From an optimization exercise on the open Yosys and OpenROAD flow, aimed at small area, a short achievable clock period and few clock cycles; shortcuts taken in it are not production practice. Only simulation tests tie the RTL to the original design; equivalence was not proved. Power figures rest on the tool's default switching activity, not on a simulated workload.

==> run a: inputs <==
==> flow/design.v <==
module bs16_lzc #(parameter LW = 5) (
    input  wire [(1<<LW)-1:0] x,
    output wire [LW:0]        n
);
    generate
        if (LW == 0) begin : g_leaf
            assign n = !x[0];
        end else begin : g_node
            localparam H = 1 << (LW - 1);
            wire [LW-1:0] nh, nl;
            bs16_lzc #(.LW(LW - 1)) u_h (.x(x[2*H-1:H]), .n(nh));
            bs16_lzc #(.LW(LW - 1)) u_l (.x(x[H-1:0]),   .n(nl));
            if (LW == 1) begin : g_two
                assign n = nh[0] ? {nl[0], !nl[0]} : 2'b00;
            end else begin : g_many
                assign n = nh[LW-1] ? {nl[LW-1], !nl[LW-1], nl[LW-2:0]} : {1'b0, nh};
            end
        end
    endgenerate
endmodule
module bs16_add #(parameter W = 8) (
    input  wire [W-1:0] a,
    input  wire [W-1:0] b,
    input  wire         ci,
    output wire [W-1:0] s,
    output wire         co
);
    reg [W-1:0] g, p, gg, pp;
    reg [W:0]   c;
    integer i, k;
    always @(*) begin
        g = a & b;
        p = a ^ b;
        gg = g;
        pp = p;
        gg[0] = g[0] | (p[0] & ci);
        for (k = 1; k < W; k = k * 2)
            for (i = 0; i < W; i = i + 1)
                if ((i / k) % 2 == 1) begin
                    gg[i] = gg[i] | (pp[i] & gg[(i / k) * k - 1]);
                    pp[i] = pp[i] & pp[(i / k) * k - 1];
                end
        c[0] = ci;
        for (i = 0; i < W; i = i + 1)
            c[i + 1] = gg[i];
    end
    assign s  = p ^ c[W-1:0];
    assign co = c[W];
endmodule
module bs16_hop (
    input  wire        clk,
    input  wire        rst,
    input  wire        in_valid,
    output wire        in_ready,
    input  wire        in_esc,
    input  wire [7:0]  in_e,
    input  wire [15:0] in_m,
    input  wire [31:0] in_f,
    input  wire [31:0] in_c,
    output wire        out_valid,
    input  wire        out_ready,
    output wire        out_esc,
    output wire [7:0]  out_e,
    output wire [31:0] out_data,
    output wire        out_last
);
    reg         rdy;               
    reg         v0;
    reg         s0_esc;
    reg  [7:0]  s0_e;
    reg  [15:0] s0_m;
    reg  [31:0] s0_f;
    reg  [31:0] s0_c;
    wire [7:0]  d_e   = s0_e;
    wire        d_neg = s0_m[15];
    wire [15:0] d_n   = d_neg ? ~s0_m : s0_m;
    wire [15:0] d_mag;
    bs16_add #(16) u_neg (.a(d_n), .b(16'd0), .ci(d_neg), .s(d_mag), .co());
    wire [4:0]  d_lzn;
    bs16_lzc #(4) u_dlz (.x(d_n), .n(d_lzn));
    wire [15:0] d_s1  = d_n  | (d_n  >> 1);
    wire [15:0] d_s2  = d_s1 | (d_s1 >> 2);
    wire [15:0] d_s4  = d_s2 | (d_s2 >> 4);
    wire [15:0] d_sm  = d_s4 | (d_s4 >> 8);           
    wire [4:0]  d_lz  = d_lzn - {4'd0, d_neg && (d_sm == d_n)};
    wire        d_nrm = (d_mag != 16'd0) && ({3'd0, d_lz} <= d_e);    
    wire [3:0]  d_sh  = d_nrm ? d_lz[3:0] : d_e[3:0];
    wire [15:0] d_ms  = d_mag << d_sh;
    wire [7:0]  d_x   = d_e + 8'd1 - {3'd0, d_lz};
    wire [7:0]  d_xe  = d_nrm ? d_x : 8'd1;             
    wire        sa   = s0_esc ? s0_f[31] : d_neg;
    wire [7:0]  ea   = s0_esc ? s0_f[30:23] : (d_nrm ? d_x : 8'd0);
    wire [22:0] fa   = s0_esc ? s0_f[22:0] : {d_ms[14:0], 8'd0};
    wire        ha   = s0_esc ? (s0_f[30:23] != 8'd0) : d_nrm;
    wire [7:0]  ea_e_f = (s0_f[30:23] == 8'd0) ? 8'd1 : s0_f[30:23];
    wire [7:0]  ea_e = s0_esc ? ea_e_f : d_xe;
    wire        sb   = s0_c[31];
    wire [7:0]  eb   = s0_c[30:23];
    wire [22:0] fb   = s0_c[22:0];
    wire [7:0]  eb_e = (eb == 8'd0) ? 8'd1 : eb;
    wire a_nan = s0_esc && (s0_f[30:23] == 8'hFF) && (s0_f[22:0] != 23'd0);
    wire b_nan = (eb == 8'hFF) && (fb != 23'd0);
    wire a_inf = s0_esc ? ((s0_f[30:23] == 8'hFF) && (s0_f[22:0] == 23'd0))
                        : ((s0_m == 16'h8000) && (d_e == 8'd254));
    wire b_inf = (eb == 8'hFF) && (fb == 23'd0);
    wire [8:0]  k_ab = {1'b0, d_e} + 9'd1 - {1'b0, eb_e};
    wire [8:0]  k_ba = {1'b0, eb_e} - {1'b0, d_e} - 9'd1;
    wire [8:0]  fab  = {1'b0, ea_e_f} - {1'b0, eb_e};
    wire [8:0]  fba  = {1'b0, eb_e} - {1'b0, ea_e_f};
    wire [8:0]  dab  = s0_esc ? fab : d_nrm ? (k_ab - {4'd0, d_lz}) : (9'd1 - {1'b0, eb_e});
    wire [8:0]  dba  = s0_esc ? fba : d_nrm ? (k_ba + {4'd0, d_lz}) : ({1'b0, eb_e} - 9'd1);
    wire        a_ge = !dab[8];    
    wire [8:0]  dd   = a_ge ? dab : dba;
    wire [4:0]  d5   = (dd > 9'd26) ? 5'd27 : dd[4:0];
    reg         v1, s1_esc;
    reg         s1_sx, s1_sy;
    reg  [7:0]  s1_ex;             
    reg  [23:0] s1_mx, s1_my;
    reg  [4:0]  s1_d;              
    reg         s1_nan, s1_inf, s1_infs, s1_zs;
    wire [26:0] my_g  = {s1_my, 3'b000};
    wire [26:0] my_sh = my_g >> s1_d;
    wire        stk   = |(my_g & ~({27{1'b1}} << s1_d));
    wire [27:0] my_al = {1'b0, my_sh[26:1], my_sh[0] | stk};
    wire [27:0] mx_g  = {1'b0, s1_mx, 3'b000};
    wire        s1_sub = s1_sx ^ s1_sy;
    wire [27:0] sum_a;
    wire        co_a;
    bs16_add #(28) u_sum (.a(mx_g), .b(s1_sub ? ~my_al : my_al), .ci(s1_sub), .s(sum_a), .co(co_a));
    wire [24:0] sum_b;
    bs16_add #(25) u_sub (.a({1'b0, s1_my}), .b(~{1'b0, s1_mx}), .ci(1'b1), .s(sum_b), .co());
    wire        flip  = s1_sub && !co_a;
    wire [27:0] sum   = flip ? {sum_b, 3'b000} : sum_a;
    wire        s_sx  = flip ? s1_sy : s1_sx;
    wire [5:0]  lz32;
    bs16_lzc #(5) u_lz (.x({sum[26:0], 5'b11111}), .n(lz32));
    wire [4:0]  lz    = lz32[4:0];                       
    wire [7:0]  exm1  = s1_ex - 8'd1;
    wire [4:0]  lsh   = ({3'd0, lz} <= exm1) ? lz : exm1[4:0];
    reg         v2, s2_esc;
    reg  [27:0] s2_sum;
    reg  [4:0]  s2_lsh;
    reg  [7:0]  s2_ex;
    reg         s2_sx, s2_zs, s2_nan, s2_inf, s2_infs;
    wire [26:0] nm    = s2_sum[27] ? {s2_sum[27:2], s2_sum[1] | s2_sum[0]} : (s2_sum[26:0] << s2_lsh);
    wire [7:0]  ne    = s2_sum[27] ? (s2_ex + 8'd1) : (s2_ex - {3'd0, s2_lsh});
    wire        rup   = nm[2] & (nm[1] | nm[0] | nm[3]);
    wire [23:0] rm;
    wire        rco;
    bs16_add #(24) u_rnd (.a(nm[26:3]), .b(24'd0), .ci(rup), .s(rm), .co(rco));
    wire [8:0]  re    = {1'b0, ne} + {8'd0, rco};
    wire [23:0] rmn   = rco ? {1'b1, rm[23:1]} : rm;
    wire [7:0]  rfld  = rmn[23] ? re[7:0] : 8'd0;
    reg  [31:0] y;
    always @(*) begin
        if (s2_nan)
            y = 32'h7FC00000;
        else if (s2_inf)
            y = {s2_infs, 8'hFF, 23'd0};
        else if (s2_sum == 28'd0)
            y = {s2_zs, 31'd0};
        else if (re >= 9'd255)
            y = {s2_sx, 8'hFF, 23'd0};
        else
            y = {s2_sx, rfld, rmn[22:0]};
    end
    reg         v3, s3_esc;
    reg  [31:0] s3_y;
    wire        y_neg = s3_y[31];
    wire [7:0]  y_ef  = s3_y[30:23];
    wire [22:0] y_f   = s3_y[22:0];
    wire        y_up  = !y_neg && (&y_f[22:8]);                                   
    wire        y_dn  = y_neg && (y_f[22:8] == 15'd0) && (y_f[7:0] <= 8'h80);     
    wire [7:0]  e_i   = (y_ef == 8'd0) ? {7'd0, !y_neg && (&y_f[22:7])}
                                       : (y_ef + {7'd0, y_up} - {7'd0, y_dn});
    wire        esc_i = s3_esc || (y_ef == 8'hFF);
    reg  [31:0] buf_q [0:31];
    reg  [4:0]  wcnt;          
    reg  [4:0]  rd;            
    reg         pend;          
    reg         eq;            
    reg  [7:0]  emax;
    reg         besc;
    reg  [7:0]  p_e;           
    reg         p_esc;
    wire        stall3 = pend && eq;                  
    wire        wr     = v3 && !stall3;
    wire        r3     = !v3 || !stall3;
    wire        r2     = !v2 || r3;
    wire        r1     = !v1 || r2;
    wire        last_w = wr && (wcnt == 5'd31);
    wire [7:0]  f_e    = (wcnt == 5'd0) ? e_i : ((e_i > emax) ? e_i : emax);
    wire        f_esc  = (wcnt == 5'd0) ? esc_i : (besc || esc_i);
    wire        f_besc = f_esc || (f_e == 8'hFF);
    reg         va;
    reg  [31:0] ra_v;
    reg  [7:0]  ra_e;
    reg         ra_esc;
    reg         ra_last;
    reg         ov;
    wire        ra_adv  = !ov || out_ready;           
    wire        rd_c    = pend || last_w;             
    wire        rd_go   = rd_c && (!va || ra_adv);
    wire [7:0]  e_mx    = (e_i > emax) ? e_i : emax;
    wire [7:0]  rv_e    = pend ? p_e : e_mx;
    wire        rv_x    = pend ? p_esc : (besc || esc_i || (e_mx == 8'hFF));
    wire [4:0]  gap     = rd - wcnt;
    wire        v0_m    = rdy || v0;                  
    wire        v1_n    = r1 ? v0 : v1;
    wire        v2_n    = r2 ? v1 : v2;
    wire        v3_n    = r3 ? v2 : v3;
    wire        full_n  = v0_m && v1_n && v2_n && v3_n;
    wire        eq_g    = wr ? eq : (gap == 5'd31);   
    wire        eq_s    = wr ? (gap == 5'd1) : eq;    
    wire        pend_g  = last_w || (pend && rd != 5'd31);
    wire        pend_s  = last_w || pend;
    wire        rdy_g   = !(full_n && pend_g && eq_g);
    wire        rdy_s   = !(full_n && pend_s && eq_s);
    always @(posedge clk) begin
        if (rdy) begin
            s0_esc <= in_esc;
            s0_e   <= in_e;
            s0_m   <= in_m;
            s0_f   <= in_f;
            s0_c   <= in_c;
        end
        if (r1) begin
            s1_esc  <= s0_esc;
            s1_sx   <= a_ge ? sa : sb;
            s1_sy   <= a_ge ? sb : sa;
            s1_ex   <= a_ge ? ea_e : eb_e;
            s1_mx   <= a_ge ? {ha, fa} : {eb != 8'd0, fb};
            s1_my   <= a_ge ? {eb != 8'd0, fb} : {ha, fa};
            s1_d    <= d5;
            s1_nan  <= a_nan || b_nan || (a_inf && b_inf && (sa != sb));
            s1_inf  <= a_inf || b_inf;
            s1_infs <= a_inf ? sa : sb;
            s1_zs   <= sa & sb;
        end
        if (r2) begin
            s2_esc  <= s1_esc;
            s2_sum  <= sum;
            s2_lsh  <= lsh;
            s2_ex   <= s1_ex;
            s2_sx   <= s_sx;
            s2_zs   <= s1_zs;
            s2_nan  <= s1_nan;
            s2_inf  <= s1_inf;
            s2_infs <= s1_infs;
        end
        if (r3) begin
            s3_esc  <= s2_esc;
            s3_y    <= y;
        end
        if (wr) begin
            buf_q[wcnt] <= s3_y;
            emax <= f_e;
            besc <= f_esc;
        end
        if (last_w) begin
            p_e   <= f_e;
            p_esc <= f_besc;
        end
        if (rd_go) begin
            ra_v    <= buf_q[rd];
            ra_e    <= rv_e;
            ra_esc  <= rv_x;
            ra_last <= (rd == 5'd31);
        end
        if (rst) begin
            va   <= 1'b0;
            rdy  <= 1'b1;
            v0   <= 1'b0;
            v1   <= 1'b0;
            v2   <= 1'b0;
            v3   <= 1'b0;
            wcnt <= 5'd0;
            rd   <= 5'd0;
            pend <= 1'b0;
            eq   <= 1'b1;
        end else begin
            rdy  <= rd_go ? rdy_g : rdy_s;
            if (rdy) v0 <= in_valid;
            v1   <= v1_n;
            v2   <= v2_n;
            v3   <= v3_n;
            wcnt <= wcnt + {4'd0, wr};
            if (rd_go) rd <= rd + 5'd1;
            pend <= rd_go ? pend_g : pend_s;
            eq   <= rd_go ? eq_g : eq_s;
            if (rd_go) va <= 1'b1;
            else if (ra_adv) va <= 1'b0;
        end
    end
    wire [7:0]  v_ef  = ra_v[30:23];
    wire [23:0] v_m   = {v_ef != 8'd0, ra_v[22:0]};
    wire [7:0]  v_efe = (v_ef == 8'd0) ? 8'd1 : v_ef;
    wire signed [9:0] v_t = $signed({2'b00, ra_e}) + 10'sd1 - $signed({2'b00, v_efe});
    wire [4:0]  t_c   = v_t[9] ? 5'd0 : (v_t > 10'sd18) ? 5'd18 : v_t[4:0];
    wire [41:0] w     = {v_m, 18'd0} >> t_c;
    wire [15:0] q     = w[41:26];
    wire        rnd   = w[25] & ((|w[24:0]) | q[0]);
    wire        v_neg = ra_v[31];
    wire [15:0] mant;
    bs16_add #(16) u_enc (.a(v_neg ? ~q : q), .b(16'd0), .ci(v_neg ^ rnd), .s(mant), .co());
    reg         o_esc, o_last;
    reg  [7:0]  o_e;
    reg  [31:0] o_data;
    always @(posedge clk) begin
        if (rst)
            ov <= 1'b0;
        else if (ra_adv)
            ov <= va;
        if (ra_adv) begin
            o_esc  <= ra_esc;
            o_e    <= ra_esc ? 8'd0 : ra_e;
            o_data <= ra_esc ? ra_v : {16'd0, mant};
            o_last <= ra_last;
        end
    end
    assign in_ready  = rdy;
    assign out_valid = ov;
    assign out_esc   = o_esc;
    assign out_e     = o_e;
    assign out_data  = o_data;
    assign out_last  = o_last;
endmodule
==> flow/flow/run.sh <==
#!/bin/bash
# The standard layout, with every port buffered by a buf_4 instead of the
# default port buffer, so the ports' own buffers do not slow the I/O paths.
set -euo pipefail
bash standard.sh 'BUFFER_PORTS_ARGS=-buffer_cell sky130_fd_sc_hd__buf_4' finish > standard_flow.log 2>&1
==> flow/standard.sh <==
#!/bin/bash
# synth_recipe.tcl (not shown) runs the flow's synth.tcl, then flattens the netlist and writes it again
# the make line also repeats each setting of config.mk as NAME=value (left out here)
make -C /OpenROAD-flow-scripts/flow DESIGN_CONFIG=/design/flow/config.mk WORK_HOME=/design/flow/orfs CLKGATE_MAP_FILE= SYNTH_SCRIPT=/design/flow/synth_recipe.tcl "${@:-finish}"
==> flow/config.mk <==
export PLATFORM = sky130hd
export DESIGN_NAME = bs16_hop
export DESIGN_NICKNAME = bs16_hop
export VERILOG_FILES = /design/flow/design.v
export SDC_FILE = /design/flow/constraint.sdc
export NUM_CORES = 4
export LEC_CHECK = 0
export CAP_MARGIN = 20
export CORE_MARGIN = 2
export CORE_UTILIZATION = 60
export SETUP_SLACK_MARGIN = 2.0
export SLEW_MARGIN = 20
==> flow/constraint.sdc <==
create_clock -name core_clock -period 40.0 [get_ports {clk}]
set_input_delay 8.0000 -clock core_clock [delete_from_list [all_inputs] [get_ports {clk}]]
set_output_delay 8.0000 -clock core_clock [all_outputs]
set_load 0.01 [all_outputs]
==> run b (differences from run a) <==
--- a/flow/design.v
+++ b/flow/design.v
@@ -69,6 +69,7 @@
     reg         s0_esc;
-    reg  [7:0]  s0_e;
-    reg  [15:0] s0_m;
-    reg  [31:0] s0_f;
+    reg  [31:0] s0_p;              
     reg  [31:0] s0_c;
+    wire [7:0]  s0_e = s0_p[23:16];
+    wire [15:0] s0_m = s0_p[15:0];
+    wire [31:0] s0_f = s0_p;
     wire [7:0]  d_e   = s0_e;
@@ -194,2 +195,10 @@
     wire        f_besc = f_esc || (f_e == 8'hFF);
+    wire [31:0] rsel = 32'd1 << rd;
+    reg  [31:0] rv;
+    integer k;
+    always @(*) begin
+        rv = 32'd0;
+        for (k = 0; k < 32; k = k + 1)
+            rv = rv | (buf_q[k] & {32{rsel[k]}});
+    end
     reg         va;
@@ -219,7 +228,5 @@
     always @(posedge clk) begin
-        if (rdy) begin
+        if (rdy || !v0) begin
             s0_esc <= in_esc;
-            s0_e   <= in_e;
-            s0_m   <= in_m;
-            s0_f   <= in_f;
+            s0_p   <= in_esc ? in_f : {8'd0, in_e, in_m};
             s0_c   <= in_c;
@@ -264,3 +271,3 @@
         if (rd_go) begin
-            ra_v    <= buf_q[rd];
+            ra_v    <= rv;
             ra_e    <= rv_e;
CTS_CLUSTER_DIAMETER = 100   (was default)
CTS_CLUSTER_SIZE = 27   (was default)
==> summary of the runs <==
Against run a, the combinational power of run b is larger by about 18%. Final area: run b is lower than run a (6.6%). Of run a and run b, run a has the higher total power (gap about 8%, measured against run b). Register-to-register slack: run a is worse than run b (0.50 ns).
==> figures <==
Status: run a no timing/DRC/antenna violations; run b no timing/DRC/antenna violations
Maximum number of pins on one net before global-route repair: run a 134; run b 69
Total number of multi-input combinational cells: run a 2703; run b 3130
Share of the core filled with cells in the final layout: run a 67.1%; run b 65.5%
Rows: run a 123; run b 120
Switching power of the nets: run a 1.47 mW; run b 1.47 mW
Length of routed wiring on met1: run a 66.9 mm; run b 72.9 mm
Total half-perimeter wirelength after legalization and detailed placement: run a 109 mm; run b 127 mm
Sequential share of power: run a 44.0%; run b 47.2%
ClkCell Share: run a 5.88%; run b 2.40%
Testbench counts of run a, summed over its fixed seeds: cycles 16,688.
Testbench counts of run b, summed over its fixed seeds: cycles 16,688.

==> separate check: timing with driven ports <==
In the flow no input, the clock included, has a driving cell. The finished layouts below were timed again as built, in two steps.
Step 1: set_driving_cell puts a clkbuf_16 on clk and a buf_2 on each other input, an assumption about the parent block.
Step 2 times the ports against the registers' clock, not the clock port: input delays grow and output delays shrink by t, the midpoint of the rising clock arrivals with the driver on.
Slacks: no drivers / after step 1 / after step 2; pairs: no drivers / after step 1.
run	t, ns	setup WS [ns]	cell pins on the clock port's net
run a	0.814	30.528 / 30.452 / 30.056	1
run b	0.798	30.665 / 30.588 / 30.113	1
After both steps setup and hold are still met in every run listed. For run b, which loses most, drivers alone change the setup slack by -0.077 ns; drivers and shift together by -0.552 ns.
